This is an optimization exercise on Yosys and OpenROAD, whose aim is small area and a short achievable clock period, not a production implementation. Function was checked by simulation only, so behaviour that the tests miss may differ from the original. Power and IR drop assume default switching activity.

// omt_pe_tile
module omt_pe_tile (
    input  wire         clk,
    input  wire         rst,
    input  wire         cmd_valid,
    input  wire [1:0]   cmd_op,
    input  wire [3:0]   a_addr,
    input  wire [3:0]   b_addr,
    input  wire [3:0]   w_addr,
    input  wire [2:0]   b_src,
    input  wire [1:0]   k_src,
    input  wire [7:0]   tt_r,
    input  wire [7:0]   tt_c,
    input  wire [2:0]   dest,
    input  wire         carry_en,
    input  wire         mask_mode,
    input  wire [1:0]   bcn_req,
    input  wire [7:0]   edge_mode,     
    input  wire [15:0]  b_const,
    input  wire [4:0]   plane_sel,
    input  wire [63:0]  plane_wdata,
    output reg          rd_valid,
    output reg  [63:0]  rd_data,
    output wire         bcn_valid,
    output wire         bcn_or,
    output wire [6:0]   bcn_count,
    output wire [5:0]   bcn_first,
    output wire         bcn_none
);
export LEC_CHECK = 0
export CAP_MARGIN = 35
export CORE_MARGIN = 2
export CORE_UTILIZATION = 30
export CTS_CLUSTER_DIAMETER = 90
export CTS_CLUSTER_SIZE = 24
export PLACE_DENSITY = 0.45
export SETUP_SLACK_MARGIN = 4.95
export SLEW_MARGIN = 20
create_clock -name core_clock -period 8.0 [get_ports {clk}]
standard.sh (not shown) runs the stock make flow with config.mk's settings and CLKGATE_MAP_FILE= SYNTH_SCRIPT=/design/flow/synth_recipe.tcl, a recipe that flattens the netlist after the stock synthesis.
==> flow/flow/run.sh <==
#!/bin/bash
# Layout flow: the standard ORFS flow (standard.sh), with these changes
# to how the layout is made:
#  - synthesis maps the logic with an area-oriented ABC script
#    (flow/abc_area_nf.script) in place of ORFS's abc_speed.script; the
#    rest of the synthesis (registers included) is the standard one;
#  - sky130_fd_sc_hd__a222oi_1 is added to the platform's don't-use cells
#    (it has no stronger size, so the timing repair cannot fix it when it
#    ends up driving a long wire);
#  - ports are buffered with sky130_fd_sc_hd__buf_1 (resized later by the
#    timing repair where needed).
# Each tool's output is in the ORFS logs under orfs/logs/; make's own output
# is in flow_make.log.
set -euo pipefail
W=$(pwd)
rm -rf "$W/flow_scripts"
cp -r "$FLOW_HOME/scripts" "$W/flow_scripts"
cp "$W/flow/abc_area_nf.script" "$W/flow_scripts/abc_speed.script"
DU="$(sed -n '/DONT_USE_CELLS/,/^$/p' "$FLOW_HOME/platforms/sky130hd/config.mk" \
      | grep -o 'sky130_fd_sc_hd__[a-z0-9_]*' | tr '\n' ' ')sky130_fd_sc_hd__a222oi_1"
echo "DONT_USE_CELLS=$DU" > "$W/flow_dont_use.txt"
bash "$W/standard.sh" SCRIPTS_DIR="$W/flow_scripts" \
    BUFFER_PORTS_ARGS="-buffer_cell sky130_fd_sc_hd__buf_1" \
    DONT_USE_CELLS="$DU" finish \
    > "$W/flow_make.log" 2>&1
==> flow/flow/abc_area_nf.script <==
&get -n
&st
&dch -f
&nf -R 1000 -a
&st
&dch -f
&nf -R 1000 -a
&put
The first run finished with timing, DRC and antenna clean.
Edit:
==> flow/flow/abc_area_nf.script (replaced) <==
&get -n
&st
&dch -f
&nf -R 1000 -a
&put
After rerunning: Cell area is higher by about 1.2%. Die area is higher by 1.6%. Clock power is lower by about 2%. Wire length is lower by 1.7%. Power is lower by about 1.2%. Utilization is lower by 0.21 points. Via count is higher by about 3%.
Edit:
SETUP_SLACK_MARGIN = 5.0   (was 4.95)
After rerunning: The new run finished with timing, DRC and antenna clean. Die area stays the same. Setup slack improves by 0.041 ns. Area after synthesis does not change. Non-clock buffer count rises by 16. Via count is about the same. Clock-buffer cell count falls by 13. Power is about the same. Clock skew falls by 0.018 ns.
Edit:
CORE_UTILIZATION = 35   (was 30)
SETUP_SLACK_MARGIN = 4.95   (was 5.0)
Outcome:
- die area is lower by 14%
- power is lower by 0.70%
- synthesized area stays the same
- flip-flop and latch count does not change
- core utilization is higher by 5.2 points
- cell count is lower by 4.1%
- first-iteration DRC count is higher by 5.2%
- critical path depth does not change
- clock skew is lower by 0.015 ns
- worst hold slack stays flat
- clock-buffer cell count is lower by 3
Edit:
==> flow/flow/run.sh (replaced) <==
#!/bin/bash
# Layout flow: the standard ORFS flow (standard.sh), with two changes to
# how the layout is made:
#  - synthesis maps the logic with an area-oriented ABC script
#    (flow/abc_area_nf.script) in place of ORFS's abc_speed.script; the
#    rest of the synthesis (registers included) is the standard one;
#  - ports are buffered with sky130_fd_sc_hd__buf_1 (resized later by the
#    timing repair where needed).
# Each tool's output is in the ORFS logs under orfs/logs/; make's own output
# is in flow_make.log.
set -euo pipefail
W=$(pwd)
rm -rf "$W/flow_scripts"
cp -r "$FLOW_HOME/scripts" "$W/flow_scripts"
cp "$W/flow/abc_area_nf.script" "$W/flow_scripts/abc_speed.script"
bash "$W/standard.sh" SCRIPTS_DIR="$W/flow_scripts" \
    BUFFER_PORTS_ARGS="-buffer_cell sky130_fd_sc_hd__buf_1" finish \
    > "$W/flow_make.log" 2>&1
CORE_UTILIZATION = 30   (was 35)
Result:
- final area is about the same
- routed wire length is higher by 2.3%
- first-iteration DRC count is higher by 28%
- power is higher by 0.84%
- die area is higher by 15%
- via count hardly moves

* * *

omt_pe_tile, a different RTL version from the one above (not shown whole).
Size in the first run: roughly 7000 cells after synthesis, about 1900 flip-flops, about 85000 sq um of cells after synthesis.
Settings: LEC_CHECK=0, CAP_MARGIN=35, CORE_MARGIN=2, CORE_UTILIZATION=30, CTS_CLUSTER_DIAMETER=90, CTS_CLUSTER_SIZE=24, PLACE_DENSITY=0.45, SETUP_SLACK_MARGIN=4.8, SLEW_MARGIN=20; clock period 8.0 ns.
==> flow/flow/run.sh <==
#!/bin/bash
# Layout flow: the standard ORFS flow (standard.sh), with two changes to
# how the layout is made:
#  - synthesis maps the logic with an area-oriented ABC script
#    (flow/abc_area_nf.script) in place of ORFS's abc_speed.script; the
#    rest of the synthesis (registers included) is the standard one;
#  - ports are buffered with sky130_fd_sc_hd__buf_1 (resized later by the
#    timing repair where needed).
# Each tool's output is in the ORFS logs under orfs/logs/; make's own output
# is in flow_make.log.
set -euo pipefail
W=$(pwd)
rm -rf "$W/flow_scripts"
cp -r "$FLOW_HOME/scripts" "$W/flow_scripts"
cp "$W/flow/abc_area_nf.script" "$W/flow_scripts/abc_speed.script"
bash "$W/standard.sh" SCRIPTS_DIR="$W/flow_scripts" \
    BUFFER_PORTS_ARGS="-buffer_cell sky130_fd_sc_hd__buf_1" finish \
    > "$W/flow_make.log" 2>&1
==> flow/flow/abc_area_nf.script <==
&get -n
&st
&dch -f
&nf -R 1000 -a
&put
The starting point ran to the end with no violations.
Then changed:
- SETUP_SLACK_MARGIN: 4.8 -> 4.95
Effect: Via count went up by 2.0%; non-clock buffer count went up by 52; design area went up by 0.69%; utilization went up by 0.24 points.

==> separate check: timing with driven ports <==
Ports are ideal in the flow. The routed layouts listed here were re-timed in OpenROAD. Step 1 assumes that a clkbuf_16 drives the clock port and a buf_2 every other input. Step 2 also shifts input and output timing later by t, the mid clock arrival at the registers, as if the neighbouring blocks saw the same clock. Slacks: ideal ports / drivers / drivers and shift; pairs: ideal ports / drivers.
run	shift t [ns]	setup WS [ns]	worst setup path after step 2	slew at the worst register clock pin (ns)	cell pins on the clock port's net
the first run of note 1	1.018	4.781 / 4.781 / 4.302	input to register	0.11 / 0.11	1
the second run of note 1	1.013	4.935 / 4.871 / 4.447	input to register	0.11 / 0.11	1
the third run of note 1	1.021	4.977 / 4.907 / 4.464	input to register	0.11 / 0.11	1
the fourth run of note 1	0.921	4.851 / 4.851 / 4.393	input to register	0.11 / 0.11	1
the fifth run of note 1	1.042	4.822 / 4.822 / 4.321	input to register	0.11 / 0.11	1
the first run of note 2	1.014	4.788 / 4.724 / 4.317	input to register	0.11 / 0.11	1
the second run of note 2	1.032	4.797 / 4.797 / 4.451	input to register	0.11 / 0.11	1
After both steps every run listed still meets setup and hold. The setup slack of the third run of note 1, which loses most, moves by -0.070 ns with the drivers and by -0.513 ns with both steps.
